Background: an optimization exercise with open tools, aiming at small area, a short achievable clock period and few clock cycles. Do not read the settings as production practice. Where RTL was checked, it was by simulation tests only, not by an equivalence proof against the original. No activity file was given, so power comes from the tool's default toggle rates.

## run 1
==> flow/design.v <==
module sched_queue (
    input  wire        clk,
    input  wire        rst,
    input  wire        tick,
    input  wire        step_valid,
    input  wire [63:0] step_ht,
    input  wire        cmd_valid,
    input  wire [63:0] cmd_at,
    input  wire [3:0]  cmd_class,
    input  wire        cmd_strict,
    input  wire [19:0] cmd_lead,
    input  wire [7:0]  cmd_tag,
    output wire        ready,
    output wire [63:0] ht_now,
    output reg         rsp_valid,
    output wire [2:0]  rsp_status,
    output reg  [7:0]  rsp_tag,
    output wire        rsp_high,
    output wire        ex_valid,
    output wire [7:0]  ex_tag,
    output wire        ex_late
);
    localparam N  = 8;
    localparam EW = 63;                  
    localparam [2:0] ST_QUEUED    = 3'd0;
    localparam [2:0] ST_BUSY      = 3'd1;
    localparam [2:0] ST_BAD_PARAM = 3'd2;
    localparam [2:0] ST_LATE      = 3'd3;
    localparam [2:0] ST_NOW       = 3'd4;
    reg [EW-1:0] ht;
    reg          armed_r;                
    reg [N-1:0]  v_r;                    
    reg [N-1:0]  f_try;                  
    reg          c_take;                 
    reg          c_ok;                   
    reg          c_now, c_bad, c_lstrict, c_busy;
    reg          c_high;                 
    reg          c_lee;                  
    reg          c_eq1;                  
    reg          c_l0;                   
    reg          c_l1;                   
    reg          c_tick;
    reg          c_step;
    reg          c_cls;                  
    reg [EW-1:0] e_tick  [0:N-1];
    reg [3:0]    e_class [0:N-1];
    reg          e_late  [0:N-1];
    reg [7:0]    e_tag   [0:N-1];
    reg [N-1:0]  p [0:N-1];
    reg [N-1:0]  q [0:N-1];
    reg [EW-1:0] k_at;                   
    reg [20:0]   k_ea_lo;                
    reg [EW-21:0] k_ht_hi;               
    reg [3:0]    k_c;                    
    reg [7:0]    k_tag;
    reg          k_late;                 
    reg [N-1:0]  oh;
    reg          oh_due;                 
    reg          oh_lt;                  
    reg [7:0]    oh_tag;
    reg          oh_late;
    reg          oh_same;                
    reg          oh_more;                
    integer a, b;
    function automatic [1:0] cmp_lt_eq(input [63:0] xn, input [63:0] y);
        reg [63:0] l, e;
        integer k, w;
        begin
            for (k = 0; k < 64; k = k + 1) begin
                l[k] = xn[k] & y[k];
                e[k] = xn[k] ^ y[k];
            end
            for (w = 1; w < 64; w = w * 2)
                for (k = 0; k < 64; k = k + 2 * w) begin
                    l[k] = l[k+w] | (e[k+w] & l[k]);
                    e[k] = e[k+w] & e[k];
                end
            cmp_lt_eq = {l[0], e[0]};
        end
    endfunction
    function automatic carry_out(input [63:0] x, input [63:0] y);
        reg [63:0] g, p;
        integer k, w;
        begin
            for (k = 0; k < 64; k = k + 1) begin
                g[k] = x[k] & y[k];
                p[k] = x[k] ^ y[k];
            end
            for (w = 1; w < 64; w = w * 2)
                for (k = 0; k < 64; k = k + 2 * w) begin
                    g[k] = g[k+w] | (p[k+w] & g[k]);
                    p[k] = p[k+w] & p[k];
                end
            carry_out = g[0];
        end
    endfunction
    wire         k_val   = c_take && c_ok;           
    wire [N-1:0] f       = f_try & {N{c_ok}};
    wire [N-1:0] v       = v_r | f;
    wire         k_unk   = k_val && c_step;          
    wire         k_due   = k_val && !c_step &&
                           ((c_l0 && (c_lee || (c_tick && c_eq1))) ||
                            (c_l1 && c_tick && c_lee));
    wire         k_lt    = c_tick && c_l0 && c_lee;
    wire         k_first = k_lt || c_cls;            
    assign rsp_status = c_now     ? ST_NOW :
                        c_bad     ? ST_BAD_PARAM :
                        c_lstrict ? ST_LATE :
                        c_busy    ? ST_BUSY : ST_QUEUED;
    assign rsp_high   = c_high && c_ok;
    wire   armed      = armed_r && !rsp_high;
    wire exec_f   = !k_unk && k_due && (!oh_due || k_first);
    wire exec_o   = !k_unk && oh_due && !exec_f;
    wire second   = (k_due && oh_due) || (oh_due && (oh_same || (oh_lt && oh_more)));
    assign ex_valid = exec_f || exec_o;
    assign ex_tag   = exec_f ? k_tag : oh_tag;
    assign ex_late  = exec_f ? (k_late || k_lt) : (oh_late || oh_lt);
    assign ready    = !k_unk && !second;
    assign ht_now   = {1'b0, ht};
    wire [EW-21:0] k_ea_hi = k_ea_lo[20] ? k_ht_hi + 1'b1 : k_ht_hi;
    wire [EW-1:0]  k_ea    = {k_ea_hi, k_ea_lo[19:0]};
    wire [EW-1:0]  k_e     = k_late ? k_ea : k_at;    
    wire [63:0]   k_en = ~{1'b0, k_e};
    reg [N-1:0] nf;                      
    reg [N-1:0] ns;                      
    reg [1:0]   c;
    always @(*) begin
        for (a = 0; a < N; a = a + 1) begin
            c     = cmp_lt_eq(k_en, {1'b0, e_tick[a]});
            ns[a] = c[0];
            nf[a] = c[1] || (c[0] && (k_c < e_class[a]));
        end
    end
    wire [63:0] lead64   = {44'd0, cmd_lead};
    wire [63:0] ht64     = {1'b0, ht};
    wire [63:0] nat      = ~cmd_at;
    wire [63:0] csa_s    = ht64 ^ lead64 ^ nat;
    wire [63:0] csa_c    = (ht64 & lead64) | (ht64 & nat) | (lead64 & nat);
    wire        is_late  = csa_c[63] || carry_out(csa_s, {csa_c[62:0], 1'b0});
    wire [20:0]    ea_lo    = {1'b0, ht[19:0]} + {1'b0, cmd_lead};
    wire [63:0] limit    = {1'b0, ht} + 64'h400_0000_0000;
    wire [1:0]  far_c    = cmp_lt_eq(~limit, cmd_at);
    wire        too_far  = far_c[1];
    wire        bad_cls  = (cmd_class == 4'd0) || (cmd_class > 4'd10);
    wire        at_zero  = (cmd_at == 64'd0);
    wire [N-1:0] pop    = (f & {N{exec_f}}) | (oh & {N{exec_o}});
    wire [N-1:0] v_left = v & ~pop;
    wire         full   = &v_left;
    wire take_op = ready;
    wire take    = take_op && cmd_valid && !full;
    wire pass    = !at_zero && !bad_cls && !too_far && !(is_late && cmd_strict);
    wire [EW-1:0] ht_inc  = ht + 1'b1;
    wire [EW-1:0] ht_next = !take_op   ? ht :
                            step_valid ? step_ht[EW-1:0] :
                            tick       ? ht_inc : ht;
    wire       at_eqe  = !csa_c[63] && (&(csa_s ^ {csa_c[62:0], 1'b0}));
    wire       at_lee  = is_late || at_eqe;                 
    wire       at_eq1  = (cmd_at == {1'b0, ht_inc});       
    wire       lead0   = (cmd_lead == 20'd0);
    wire       lead1   = (cmd_lead == 20'd1);
    reg [3:0] occ;
    always @(*) begin
        occ = 4'd0;
        for (a = 0; a < N; a = a + 1)
            occ = occ + {3'd0, v_left[a]};
    end
    wire armed_now = armed || (occ < 4'd6);
    wire high_c    = armed_now && (occ == 4'd6);
    reg [N-1:0] slot;
    reg         found;
    always @(*) begin
        slot  = {N{1'b0}};
        found = 1'b0;
        for (a = 0; a < N; a = a + 1)
            if (!v_left[a] && !found) begin
                slot[a] = 1'b1;
                found   = 1'b1;
            end
    end
    reg [N-1:0]  oh_next;
    reg [EW-1:0] oh_e_next;
    reg [7:0]    oh_tag_next;
    reg          oh_late_next;
    reg [3:0]    oh_cls_next;
    reg          same_next;
    reg          prec;
    reg          eqr;
    always @(*) begin
        for (a = 0; a < N; a = a + 1) begin
            oh_next[a] = v_left[a];
            for (b = 0; b < N; b = b + 1) begin
                if (b != a) begin
                    if (f[a])      prec = !nf[b];
                    else if (f[b]) prec = nf[a];
                    else           prec = (b < a) ? p[b][a] : !p[a][b];
                    if (v_left[b] && prec) oh_next[a] = 1'b0;
                end
            end
        end
        oh_e_next    = {EW{1'b0}};
        oh_tag_next  = 8'd0;
        oh_late_next = 1'b0;
        oh_cls_next  = 4'd0;
        for (a = 0; a < N; a = a + 1) begin
            oh_e_next    = oh_e_next    | ({EW{oh_next[a] && !f[a]}} & e_tick[a]);
            oh_tag_next  = oh_tag_next  | ({8{oh_next[a]}}  & e_tag[a]);
            oh_late_next = oh_late_next | (oh_next[a] & e_late[a]);
            oh_cls_next  = oh_cls_next  | ({4{oh_next[a]}}  & e_class[a]);
        end
        oh_e_next = oh_e_next | ({EW{|(oh_next & f)}} & k_e);
        same_next = 1'b0;
        for (a = 0; a < N; a = a + 1)
            for (b = a + 1; b < N; b = b + 1) begin
                if (f[a])      eqr = ns[b];
                else if (f[b]) eqr = ns[a];
                else           eqr = q[a][b];
                if (eqr && v_left[a] && v_left[b] && (oh_next[a] || oh_next[b]))
                    same_next = 1'b1;
            end
    end
    wire [1:0] oh_c = cmp_lt_eq(~{1'b0, oh_e_next}, {1'b0, ht_next});
    wire       oh_le_n = oh_c[1] || oh_c[0];
    wire       oh_lt_n = oh_c[1];
    always @(posedge clk) begin
        if (rst) begin
            ht        <= {EW{1'b0}};
            v_r       <= {N{1'b0}};
            f_try     <= {N{1'b0}};
            c_take    <= 1'b0;
            armed_r   <= 1'b1;
            c_high    <= 1'b0;
            rsp_valid <= 1'b0;
            oh_due    <= 1'b0;
            oh_same   <= 1'b0;
            oh_more   <= 1'b0;
        end else begin
            ht        <= ht_next;
            armed_r   <= armed_now;
            c_high    <= take && high_c;
            rsp_valid <= take_op && cmd_valid;
            v_r       <= v_left;
            f_try     <= slot & {N{take}};
            c_take    <= take;
            oh_due    <= (|v_left) && oh_le_n;
            oh_same   <= same_next;
            oh_more   <= |(v_left & ~oh_next);
        end
    end
    always @(posedge clk) begin
        c_ok       <= pass;
        c_now      <= at_zero;
        c_bad      <= bad_cls || too_far;
        c_lstrict  <= is_late && cmd_strict;
        c_busy     <= full;
        c_lee      <= at_lee;
        c_eq1      <= at_eq1;
        c_l0       <= lead0;
        c_l1       <= lead1;
        c_tick     <= tick;
        c_step     <= step_valid;
        c_cls      <= cmd_class < oh_cls_next;
        rsp_tag    <= cmd_tag;
        k_at       <= cmd_at[EW-1:0];
        k_ea_lo    <= ea_lo;
        k_ht_hi    <= ht[EW-1:20];
        k_c        <= cmd_class;
        k_tag      <= cmd_tag;
        k_late     <= is_late;
        oh         <= oh_next;
        oh_lt      <= oh_lt_n;
        oh_tag     <= oh_tag_next;
        oh_late    <= oh_late_next;
    end
    always @(posedge clk) begin
        for (a = 0; a < N; a = a + 1) begin
            if (f_try[a])
                e_tick[a]  <= k_e;
            if (slot[a]) begin
                e_class[a] <= cmd_class;
                e_late[a]  <= is_late;
                e_tag[a]   <= cmd_tag;
            end
        end
        for (a = 0; a < N; a = a + 1)
            for (b = a + 1; b < N; b = b + 1) begin
                if (f[a]) begin
                    p[a][b] <= nf[b];
                    q[a][b] <= ns[b];
                end else if (f[b]) begin
                    p[a][b] <= !nf[a];
                    q[a][b] <= ns[a];
                end
            end
    end
endmodule
Settings: LEC_CHECK=0, CAP_MARGIN=20, CORE_MARGIN=2, CORE_UTILIZATION=60, PLACE_DENSITY=0.7, SLEW_MARGIN=20; clock period 52.0 ns.
standard.sh (not shown) runs the stock make flow with config.mk's settings and CLKGATE_MAP_FILE= SYNTH_SCRIPT=/design/flow/synth_recipe.tcl, a recipe that flattens the netlist after the stock synthesis.
==> flow/flow/run.sh <==
#!/bin/bash
set -euo pipefail
export BUFFER_PORTS_ARGS="-buffer_cell sky130_fd_sc_hd__buf_2"
bash standard.sh > standard_flow.log 2>&1
Testbench counts of run 1, summed over its fixed seeds: cycles 26,019.
Modified inputs, run 3 compared to run 1
diff --git a/flow/design.v b/flow/design.v
--- a/flow/design.v
+++ b/flow/design.v
@@ -47,12 +47,11 @@
     reg          e_late  [0:N-1];
     reg [7:0]    e_tag   [0:N-1];
     reg [N-1:0]  p [0:N-1];
     reg [N-1:0]  q [0:N-1];
     reg [EW-1:0] k_at;                   
-    reg [20:0]   k_ea_lo;                
-    reg [EW-21:0] k_ht_hi;               
+    reg [EW-1:0] k_ea;                   
     reg [3:0]    k_c;                    
     reg [7:0]    k_tag;
     reg          k_late;                 
     reg [N-1:0]  oh;
     reg          oh_due;                 
@@ -115,13 +114,11 @@
     assign ex_valid = exec_f || exec_o;
     assign ex_tag   = exec_f ? k_tag : oh_tag;
     assign ex_late  = exec_f ? (k_late || k_lt) : (oh_late || oh_lt);
     assign ready    = !k_unk && !second;
     assign ht_now   = {1'b0, ht};
-    wire [EW-21:0] k_ea_hi = k_ea_lo[20] ? k_ht_hi + 1'b1 : k_ht_hi;
-    wire [EW-1:0]  k_ea    = {k_ea_hi, k_ea_lo[19:0]};
-    wire [EW-1:0]  k_e     = k_late ? k_ea : k_at;    
+    wire [EW-1:0] k_e  = k_late ? k_ea : k_at;    
     wire [63:0]   k_en = ~{1'b0, k_e};
     reg [N-1:0] nf;                      
     reg [N-1:0] ns;                      
     reg [1:0]   c;
     always @(*) begin
@@ -136,10 +133,12 @@
     wire [63:0] nat      = ~cmd_at;
     wire [63:0] csa_s    = ht64 ^ lead64 ^ nat;
     wire [63:0] csa_c    = (ht64 & lead64) | (ht64 & nat) | (lead64 & nat);
     wire        is_late  = csa_c[63] || carry_out(csa_s, {csa_c[62:0], 1'b0});
     wire [20:0]    ea_lo    = {1'b0, ht[19:0]} + {1'b0, cmd_lead};
+    wire [EW-21:0] ht_hi1   = ht[EW-1:20] + 1'b1;
+    wire [EW-1:0]  earliest = {ea_lo[20] ? ht_hi1 : ht[EW-1:20], ea_lo[19:0]};
     wire [63:0] limit    = {1'b0, ht} + 64'h400_0000_0000;
     wire [1:0]  far_c    = cmp_lt_eq(~limit, cmd_at);
     wire        too_far  = far_c[1];
     wire        bad_cls  = (cmd_class == 4'd0) || (cmd_class > 4'd10);
     wire        at_zero  = (cmd_at == 64'd0);
@@ -217,12 +216,10 @@
                 if (eqr && v_left[a] && v_left[b] && (oh_next[a] || oh_next[b]))
                     same_next = 1'b1;
             end
     end
     wire [1:0] oh_c = cmp_lt_eq(~{1'b0, oh_e_next}, {1'b0, ht_next});
-    wire       oh_le_n = oh_c[1] || oh_c[0];
-    wire       oh_lt_n = oh_c[1];
     always @(posedge clk) begin
         if (rst) begin
             ht        <= {EW{1'b0}};
             v_r       <= {N{1'b0}};
             f_try     <= {N{1'b0}};
@@ -239,11 +236,11 @@
             c_high    <= take && high_c;
             rsp_valid <= take_op && cmd_valid;
             v_r       <= v_left;
             f_try     <= slot & {N{take}};
             c_take    <= take;
-            oh_due    <= (|v_left) && oh_le_n;
+            oh_due    <= (|v_left) && (oh_c[1] || oh_c[0]);
             oh_same   <= same_next;
             oh_more   <= |(v_left & ~oh_next);
         end
     end
     always @(posedge clk) begin
@@ -259,17 +256,16 @@
         c_tick     <= tick;
         c_step     <= step_valid;
         c_cls      <= cmd_class < oh_cls_next;
         rsp_tag    <= cmd_tag;
         k_at       <= cmd_at[EW-1:0];
-        k_ea_lo    <= ea_lo;
-        k_ht_hi    <= ht[EW-1:20];
+        k_ea       <= earliest;
         k_c        <= cmd_class;
         k_tag      <= cmd_tag;
         k_late     <= is_late;
         oh         <= oh_next;
-        oh_lt      <= oh_lt_n;
+        oh_lt      <= oh_c[1];
         oh_tag     <= oh_tag_next;
         oh_late    <= oh_late_next;
     end
     always @(posedge clk) begin
         for (a = 0; a < N; a = a + 1) begin
### Flow results
- On clock buffer count from CTS, the higher figure sits with run 3, not run 1.
- The critical path depth number comes out lower for run 3 vs run 1.
- Row routed wire length: run 3 lower / run 1 higher
- Run comparison: run 1 library cell contributing the largest single delay on the critical path sky130_fd_sc_hd__a211o_1; run 3 library cell contributing the largest single delay on the critical path sky130_fd_sc_hd__o21ai_0
- From run 1 to run 3 the numbers moved as follows: combinational power share rose 0.2 points, design area about even, via count rose 0.55%, cell count rose about 1.9%, die area rose 0.84%.
- From run 1 to run 3 the numbers moved as follows: post-synthesis register bit count flat, post-layout minimum cycle time up 1.03 ns, non-clock buffer count down 5.
Function not checked in run 3: the RTL went through the layout flow alone.

Another version of the RTL of sched_queue (not shown whole).
For scale: ~5300 cells after synthesis, roughly 250 I/O pins, ~57000 sq um of cells after synthesis.
## sched_queue
module sched_queue (
    input  wire        clk,
    input  wire        rst,
    input  wire        tick,
    input  wire        step_valid,
    input  wire [63:0] step_ht,
    input  wire        cmd_valid,
    input  wire [63:0] cmd_at,
    input  wire [3:0]  cmd_class,
    input  wire        cmd_strict,
    input  wire [19:0] cmd_lead,
    input  wire [7:0]  cmd_tag,
    output wire        ready,
    output wire [63:0] ht_now,
    output reg         rsp_valid,
    output reg  [2:0]  rsp_status,
    output reg  [7:0]  rsp_tag,
    output reg         rsp_high,
    output wire        ex_valid,
    output wire [7:0]  ex_tag,
    output wire        ex_late
);
clock: 52.0 ns
lec_check: 0
cap_margin: 20
core_margin: 2
core_utilization: 40
slew_margin: 20
run.sh (not shown) runs the stock make flow with config.mk's settings and CLKGATE_MAP_FILE= SYNTH_SCRIPT=/design/flow/synth_recipe.tcl, a recipe that flattens the netlist after the stock synthesis.
Stock flow here: none of the scripts above is used.
Next try:
--- a/flow/design.v
+++ b/flow/design.v
@@ -31,21 +31,20 @@
     reg          armed;
     reg [N-1:0]  v;                      
     reg [N-1:0]  f;                      
     reg [EW-1:0] e_tick  [0:N-1];
     reg [3:0]    e_class [0:N-1];
     reg          e_late  [0:N-1];
     reg [7:0]    e_tag   [0:N-1];
     reg [N-1:0]  p [0:N-1];
     reg [N-1:0]  q [0:N-1];
-    reg [EW-1:0] k_at;                   
-    reg [EW-1:0] k_ea;                   
-    reg [3:0]    k_c;                    
+    reg [EW-1:0] k_e;                    
+    reg [3:0]    k_c;
     reg [7:0]    k_tag;
     reg          k_late;                 
     reg          k_due;                  
     reg          k_lt;                   
     reg          k_unk;                  
     reg          k_first;                
     reg [N-1:0]  oh;
     reg          oh_due;                 
     reg          oh_lt;                  
@@ -72,20 +71,19 @@
     endfunction
     wire exec_f   = !k_unk && k_due && (!oh_due || k_first);
     wire exec_o   = !k_unk && oh_due && !exec_f;
     wire second   = (k_due && oh_due) || (oh_due && (oh_same || (oh_lt && oh_more)));
     assign ex_valid = exec_f || exec_o;
     assign ex_tag   = exec_f ? k_tag : oh_tag;
     assign ex_late  = exec_f ? (k_late || k_lt) : (oh_late || oh_lt);
     assign ready    = !k_unk && !second;
     assign ht_now   = {1'b0, ht};
-    wire [EW-1:0] k_e  = k_late ? k_ea : k_at;    
-    wire [63:0]   k_en = ~{1'b0, k_e};
+    wire [63:0] k_en = ~{1'b0, k_e};
     reg [N-1:0] nf;                      
     reg [N-1:0] ns;                      
     reg [1:0]   c;
     always @(*) begin
         for (a = 0; a < N; a = a + 1) begin
             c     = cmp_lt_eq(k_en, {1'b0, e_tick[a]});
             ns[a] = c[0];
             nf[a] = c[1] || (c[0] && (k_c < e_class[a]));
         end
@@ -110,30 +108,31 @@
     always @(*) begin
         if (at_zero)                     status = ST_NOW;
         else if (bad_cls || too_far)     status = ST_BAD_PARAM;
         else if (is_late && cmd_strict)  status = ST_LATE;
         else if (full)                   status = ST_BUSY;
         else                             status = ST_QUEUED;
     end
     wire take_op = ready;
     wire insert  = take_op && cmd_valid && (status == ST_QUEUED);
+    wire [EW-1:0] new_e = is_late ? earliest : cmd_at[EW-1:0];
     wire [EW-1:0] ht_inc  = ht + 1'b1;
     wire [EW-1:0] ht_next = !take_op   ? ht :
                             step_valid ? step_ht[EW-1:0] :
                             tick       ? ht_inc : ht;
-    wire       at_eqe  = !csa_c[63] && (&(csa_s ^ {csa_c[62:0], 1'b0}));
-    wire       at_lee  = is_late || at_eqe;                 
+    wire [1:0] at_c    = cmp_lt_eq(~{1'b0, ht}, cmd_at);   
+    wire       at_le0  = !at_c[1];                         
     wire       at_eq1  = (cmd_at == {1'b0, ht_inc});       
     wire       lead0   = (cmd_lead == 20'd0);
     wire       lead1   = (cmd_lead == 20'd1);
-    wire       new_le  = tick ? ((lead0 && (at_lee || at_eq1)) || (lead1 && at_lee))
-                              : (lead0 && at_lee);
-    wire       new_lt  = tick && lead0 && at_lee;
+    wire       new_le  = tick ? ((lead0 || lead1) && (at_le0 || at_eq1))
+                              : (lead0 && at_le0);
+    wire       new_lt  = tick && lead0 && at_le0;
     reg [3:0] occ;
     always @(*) begin
         occ = 4'd0;
         for (a = 0; a < N; a = a + 1)
             occ = occ + {3'd0, v_left[a]};
     end
     wire armed_now = armed || (occ < 4'd6);
     wire high      = insert && armed_now && (occ == 4'd6);
     reg [N-1:0] slot;
@@ -166,24 +165,23 @@
                     if (v_left[b] && prec) oh_next[a] = 1'b0;
                 end
             end
         end
         oh_e_next    = {EW{1'b0}};
         oh_tag_next  = 8'd0;
         oh_late_next = 1'b0;
         oh_cls_next  = 4'd0;
         for (a = 0; a < N; a = a + 1) begin
-            oh_e_next    = oh_e_next    | ({EW{oh_next[a] && !f[a]}} & e_tick[a]);
+            oh_e_next    = oh_e_next    | ({EW{oh_next[a]}} & e_tick[a]);
             oh_tag_next  = oh_tag_next  | ({8{oh_next[a]}}  & e_tag[a]);
             oh_late_next = oh_late_next | (oh_next[a] & e_late[a]);
             oh_cls_next  = oh_cls_next  | ({4{oh_next[a]}}  & e_class[a]);
         end
-        oh_e_next = oh_e_next | ({EW{|(oh_next & f)}} & k_e);
         same_next = 1'b0;
         for (a = 0; a < N; a = a + 1)
             for (b = a + 1; b < N; b = b + 1) begin
                 if (f[a])      eqr = ns[b];
                 else if (f[b]) eqr = ns[a];
                 else           eqr = q[a][b];
                 if (eqr && v_left[a] && v_left[b] && (oh_next[a] || oh_next[b]))
                     same_next = 1'b1;
             end
@@ -212,35 +210,33 @@
             oh_due    <= (|v_left) && (oh_c[1] || oh_c[0]);
             oh_same   <= same_next;
             oh_more   <= |(v_left & ~oh_next);
         end
     end
     always @(posedge clk) begin
         rsp_status <= status;
         rsp_tag    <= cmd_tag;
         rsp_high   <= high;
-        k_at       <= cmd_at[EW-1:0];
-        k_ea       <= earliest;
+        k_e        <= new_e;
         k_c        <= cmd_class;
         k_tag      <= cmd_tag;
         k_late     <= is_late;
         k_lt       <= new_lt;
         k_first    <= new_lt || (cmd_class < oh_cls_next);
         oh         <= oh_next;
         oh_lt      <= oh_c[1];
         oh_tag     <= oh_tag_next;
         oh_late    <= oh_late_next;
     end
     always @(posedge clk) begin
         for (a = 0; a < N; a = a + 1) begin
-            if (f[a])
-                e_tick[a]  <= k_e;
             if (slot[a]) begin
+                e_tick[a]  <= new_e;
                 e_class[a] <= cmd_class;
                 e_late[a]  <= is_late;
                 e_tag[a]   <= cmd_tag;
             end
         end
         for (a = 0; a < N; a = a + 1)
             for (b = a + 1; b < N; b = b + 1) begin
                 if (f[a]) begin
                     p[a][b] <= nf[b];
Result:
- clock-buffer cell count came out lower by 18
- via count grows by 0.46%
- sequential power decreases by 4.9%
- wire length came out lower by 2.3%
- utilization fell by 0.33 points
- clock power fell by 8.6%
Testbench counts after the change, summed over its fixed seeds: cycles 26,019.
For the first run of this note, only the layout was checked, not whether the RTL still works.

[separate check: timing with driven ports]
Ports are ideal in the flow. The routed layouts listed here were re-timed in OpenROAD. Step 1 (the two cells are an assumption about what drives the block):
set clk [get_ports {clk}]
set_driving_cell -lib_cell sky130_fd_sc_hd__clkbuf_16 $clk
set_driving_cell -lib_cell sky130_fd_sc_hd__buf_2 [delete_from_list [all_inputs] $clk]
Step 2 moves the port delays by t, midway between the first and last clock arrival at a register: inputs arrive t later, outputs are due t later. That takes back most of the time a late clock gives input paths. Slacks: ideal ports / drivers / drivers and shift; pairs: ideal ports / drivers.
run | t, ns | slack for setup (ns) | hold WS [ns] | worst data-port slew with drivers (ns) | cell pins on the clock port's net
run 1 | 0.779 | 37.776 / 37.835 / 37.056 | 0.474 / 0.474 / 0.474 | 0.08 | 1
run 3 | 0.754 | 36.750 / 36.787 / 36.032 | 0.464 / 0.464 / 0.464 | 0.19 | 1
the first run of note 2 | 0.796 | 35.529 / 35.575 / 34.778 | 0.449 / 0.449 / 0.449 | 0.06 | 1
the second run of note 2 | 0.775 | 36.045 / 36.096 / 35.321 | 0.465 / 0.465 / 0.465 | 0.08 | 1
After both steps setup and hold are still met in every run listed. The setup slack of the first run of note 2, which loses most, moves by +0.046 ns with the drivers and by -0.751 ns with both steps.
